This design comes from an exercise in tuning for small area, a short achievable clock period and few clock cycles per item on the open sky130 flow, not from production work. RTL that was checked went through simulation tests only; none was proved equivalent to the original. Power and IR drop assume default switching activity.

## before
// can_fd_tx
module can_fd_tx (
    input  wire        clk,
    input  wire        rst,
    input  wire        wr_en,
    input  wire [5:0]  wr_addr,
    input  wire [7:0]  wr_data,
    input  wire        start,
    input  wire [28:0] ident,
    input  wire        ide,
    input  wire        rtr,
    input  wire        fdf,
    input  wire        brs,
    input  wire        esi,
    input  wire [3:0]  dlc,
    output reg         busy,
    output wire        tx_valid,
    input  wire        tx_ready,
    output reg         tx_bit,
    output reg  [4:0]  tx_field,
    output reg         tx_stuff,
    output reg         tx_fast,
    output reg         tx_last
);
Size in the first run: ~1,400 cells after synthesis, about 68 I/O pins, about 0.026 mm^2 of cells after synthesis.
make LEC_CHECK=0 ABC_CLOCK_PERIOD_IN_PS=2200 CAP_MARGIN=20 CORE_MARGIN=2 CORE_UTILIZATION=40 PLACE_DENSITY=0.6 SETUP_SLACK_MARGIN=2.8 SLEW_MARGIN=20 finish   # period 5.0 ns
run.sh (not shown) runs the stock make flow with config.mk's settings and CLKGATE_MAP_FILE= SYNTH_SCRIPT=/design/flow/synth_recipe.tcl, a recipe that flattens the netlist after the stock synthesis.
Every stage of the flow completed for before, and the final layout passed the timing, DRC and antenna checks.
> inputs changed (before -> after)
- removing ABC_CLOCK_PERIOD_IN_PS (formerly 2200)
- removing SETUP_SLACK_MARGIN (formerly 2.8)
==> comparison <==
- From before to after the numbers moved as follows: global-route usage over all layers dropped 1.4 points; share of power burned in the clock network rose by 2.4 points.
- [after] share of total power consumed by net switching fell 0.79 points relative to before
- Setup slack: after worse than before
- Relative to before, the net switching component of the power measured on after has decreased by a few percent.
- Between after and before, maximum frequency is lower for after, before comes in above that.
No functional check of the RTL was part of any run of this note.

========
job 6009:
can_fd_tx, a different RTL version from the one above (not shown whole).
For scale: about 1,900 cells after synthesis, roughly 68 I/O pins, about 0.026 sq mm of cells after synthesis.
==> flow/design.v (excerpt) <==
module can_fd_tx (
    input  wire        clk,
    input  wire        rst,
    input  wire        wr_en,
    input  wire [5:0]  wr_addr,
    input  wire [7:0]  wr_data,
    input  wire        start,
    input  wire [28:0] ident,
    input  wire        ide,
    input  wire        rtr,
    input  wire        fdf,
    input  wire        brs,
    input  wire        esi,
    input  wire [3:0]  dlc,
    output reg         busy,
    output wire        tx_valid,
    input  wire        tx_ready,
    output reg         tx_bit,
    output reg  [4:0]  tx_field,
    output reg         tx_stuff,
    output reg         tx_fast,
    output reg         tx_last
);
    localparam [4:0] F_SOF         = 5'h00;
    localparam [4:0] F_BASE_ID     = 5'h01;
    localparam [4:0] F_RTR_SRR     = 5'h02;
    localparam [4:0] F_IDE         = 5'h03;
    localparam [4:0] F_EXT_ID      = 5'h04;
    localparam [4:0] F_RTR2        = 5'h05;
    localparam [4:0] F_FDF         = 5'h06;
    localparam [4:0] F_RES         = 5'h07;
    localparam [4:0] F_BRS         = 5'h08;
    localparam [4:0] F_ESI         = 5'h09;
    localparam [4:0] F_DLC         = 5'h0A;
    localparam [4:0] F_DATA        = 5'h0B;
    localparam [4:0] F_STUFF_COUNT = 5'h0C;
    localparam [4:0] F_CRC         = 5'h0D;
    localparam [4:0] F_CRC_DELIM   = 5'h0E;
    localparam [4:0] F_ACK         = 5'h0F;
    localparam [4:0] F_ACK_DELIM   = 5'h10;
    localparam [4:0] F_EOF         = 5'h11;
    localparam [2:0] S_HDR  = 3'd0;    
    localparam [2:0] S_DATA = 3'd1;
    localparam [2:0] S_CRC  = 3'd2;    
    localparam [2:0] S_FDC  = 3'd3;    
    localparam [2:0] S_TAIL = 3'd4;    
    localparam [20:0] PM15 = 21'h4599 << 6;
    localparam [20:0] PM17 = 21'h1685B << 4;
    localparam [20:0] PM21 = 21'h102899;
    reg [7:0] buffer [0:63];
    always @(posedge clk) begin
        if (wr_en && !busy)
            buffer[wr_addr] <= wr_data;
    end
    assign tx_valid = busy;
    reg [39:0] hsr;        
    reg        h_ide;
    reg        h_fdf;
    reg        h_rtr;
    reg        h_brs;      
    reg        h_wide;     
    reg [3:0]  h_dlc;
  ...
clock: 5.0 ns
lec_check: 0
abc_clock_period_in_ps: 2200
cap_margin: 20
core_margin: 2
core_utilization: 40
cts_buf_list: sky130_fd_sc_hd__clkbuf_4 sky130_fd_sc_hd__clkbuf_8
cts_cluster_size: 25
place_density: 0.6
setup_slack_margin: 2.8
slew_margin: 20
Here is what was changed in the inputs of job 3395 compared with job 6009.
diff --git a/flow/config.mk b/flow/config.mk
--- a/flow/config.mk
+++ b/flow/config.mk
@@ -10,6 +10,4 @@
 export CORE_MARGIN = 2
 export CORE_UTILIZATION = 40
-export CTS_BUF_LIST = sky130_fd_sc_hd__clkbuf_4 sky130_fd_sc_hd__clkbuf_8
-export CTS_CLUSTER_SIZE = 25
 export PLACE_DENSITY = 0.6
 export SETUP_SLACK_MARGIN = 2.8
Findings:
On minimum setup slack among reg-to-reg paths, the lower figure sits with job 3395, not job 6009. [compare] base=job 6009 new=job 3395: utilization went down by 0.37 points, clock period minus final worst setup slack went up by 130 ps. Leakage power figure: job 3395 better than job 6009. The higher final instance area of job 3395 and job 6009 is in job 6009.
Function was not checked in any run of this note: the RTL went through the layout flow alone.

========
run A:
can_fd_tx, a different RTL version from the one above (not shown whole).
Size: ~1,700 cells after synthesis, roughly 680 flip-flops, ~68 I/O pins, about 26,000 sq um of cells after synthesis.
clock: 5.0 ns
lec_check: 0
abc_clock_period_in_ps: 2200
cap_margin: 20
core_margin: 2
core_utilization: 40
cts_cluster_diameter: 150
cts_cluster_size: 22
gpl_timing_driven: 0
place_density: 0.6
setup_slack_margin: 2.8
slew_margin: 20
Testbench counts of run A, summed over its fixed seeds: cycles 52,801, bits 49,405.
> inputs changed (run A -> run B)
- GPL_TIMING_DRIVEN removed (was 0)
Findings:
From run A to run B the numbers moved as follows: post-route non-filler standard cell count dropped 80, met2 track utilization from global routing dropped 5.0 points, total of fill cells in the finished design barely changed, global-route usage dropped 3.2 points, worst setup margin climbed 0.16 ns. Run B ended up with crc[10]$_DFFE_PP_ as its capturing instance or port of the critical path; run A ended up with crc[13]$_DFFE_PP_. Cell with the largest stage delay on the worst path = o41a_4: run B; cell with the largest stage delay on the worst path = dfxtp_4: run A. Delta (run B minus run A): growth of design area from synthesis to finish moved down, clock-buffer cell count moved up, share of final-layout standard cells stronger than drive strength 1 moved down, quantity of I/O buffers inserted on ports moved up. Between run B and run A, the relative contribution of the clock network to total power is higher for run A. Power consumed by combinational cells of run B falls short of that of run A by more than 10%. Run B went all the way through the flow, and no timing, DRC or antenna check failed. Both conditions hold for run A: the flow ran to the end and the final layout passed the timing, DRC and antenna checks.
Changes in run C relative to run B:
- CAP_MARGIN changed from 20 to 5
- SLEW_MARGIN changed from 20 to 5
Findings:
Power share of the clock group across run C and run B: no real change.
Looking at run C and run B, the wire length per cell after detailed routing is a wash.
Final cell count came out exactly the same in run C and run B.
There was hardly any difference in total chip power between run B and run C.
In terms of post-layout utilization of the core, run C and run B differ only marginally.
Comparing run B with run C, the combinational power came out essentially unchanged.

==> what the ideal ports hide <==
The flow's constraints put no driver on any port. The routed layouts listed below were extracted and timed again, unchanged, in two steps.
Step 1 (the two cells are an assumption about what drives the block):
set clk [get_ports {clk}]
set_driving_cell -lib_cell sky130_fd_sc_hd__clkbuf_16 $clk
set_driving_cell -lib_cell sky130_fd_sc_hd__buf_2 [delete_from_list [all_inputs] $clk]
Step 2 moves the port delays by t, midway between the first and last clock arrival at a register: inputs arrive t later, outputs are due t later. That takes back most of the time a late clock gives input paths.
a / b / c = ideal / step 1 / step 2; a / b = the first two.
run | t, ns | setup WS [ns] | worst register clock-pin slew, ns
before | 0.651 | 2.045 / 2.045 / 2.045 | 0.06 / 0.06
after | 0.667 | 1.281 / 1.281 / 1.063 | 0.07 / 0.07
job 6009 | 0.774 | 2.465 / 2.465 / 2.036 | 0.07 / 0.07
job 3395 | 0.680 | 2.332 / 2.332 / 2.147 | 0.07 / 0.07
run A | 0.646 | 2.682 / 2.682 / 2.107 | 0.11 / 0.11
run B | 0.655 | 2.838 / 2.789 / 2.239 | 0.10 / 0.10
run C | 0.658 | 2.840 / 2.787 / 2.237 | 0.10 / 0.10
After both steps setup and hold are still met in every run listed. For run C, which loses most, drivers alone change the setup slack by -0.053 ns; drivers and shift together by -0.603 ns.
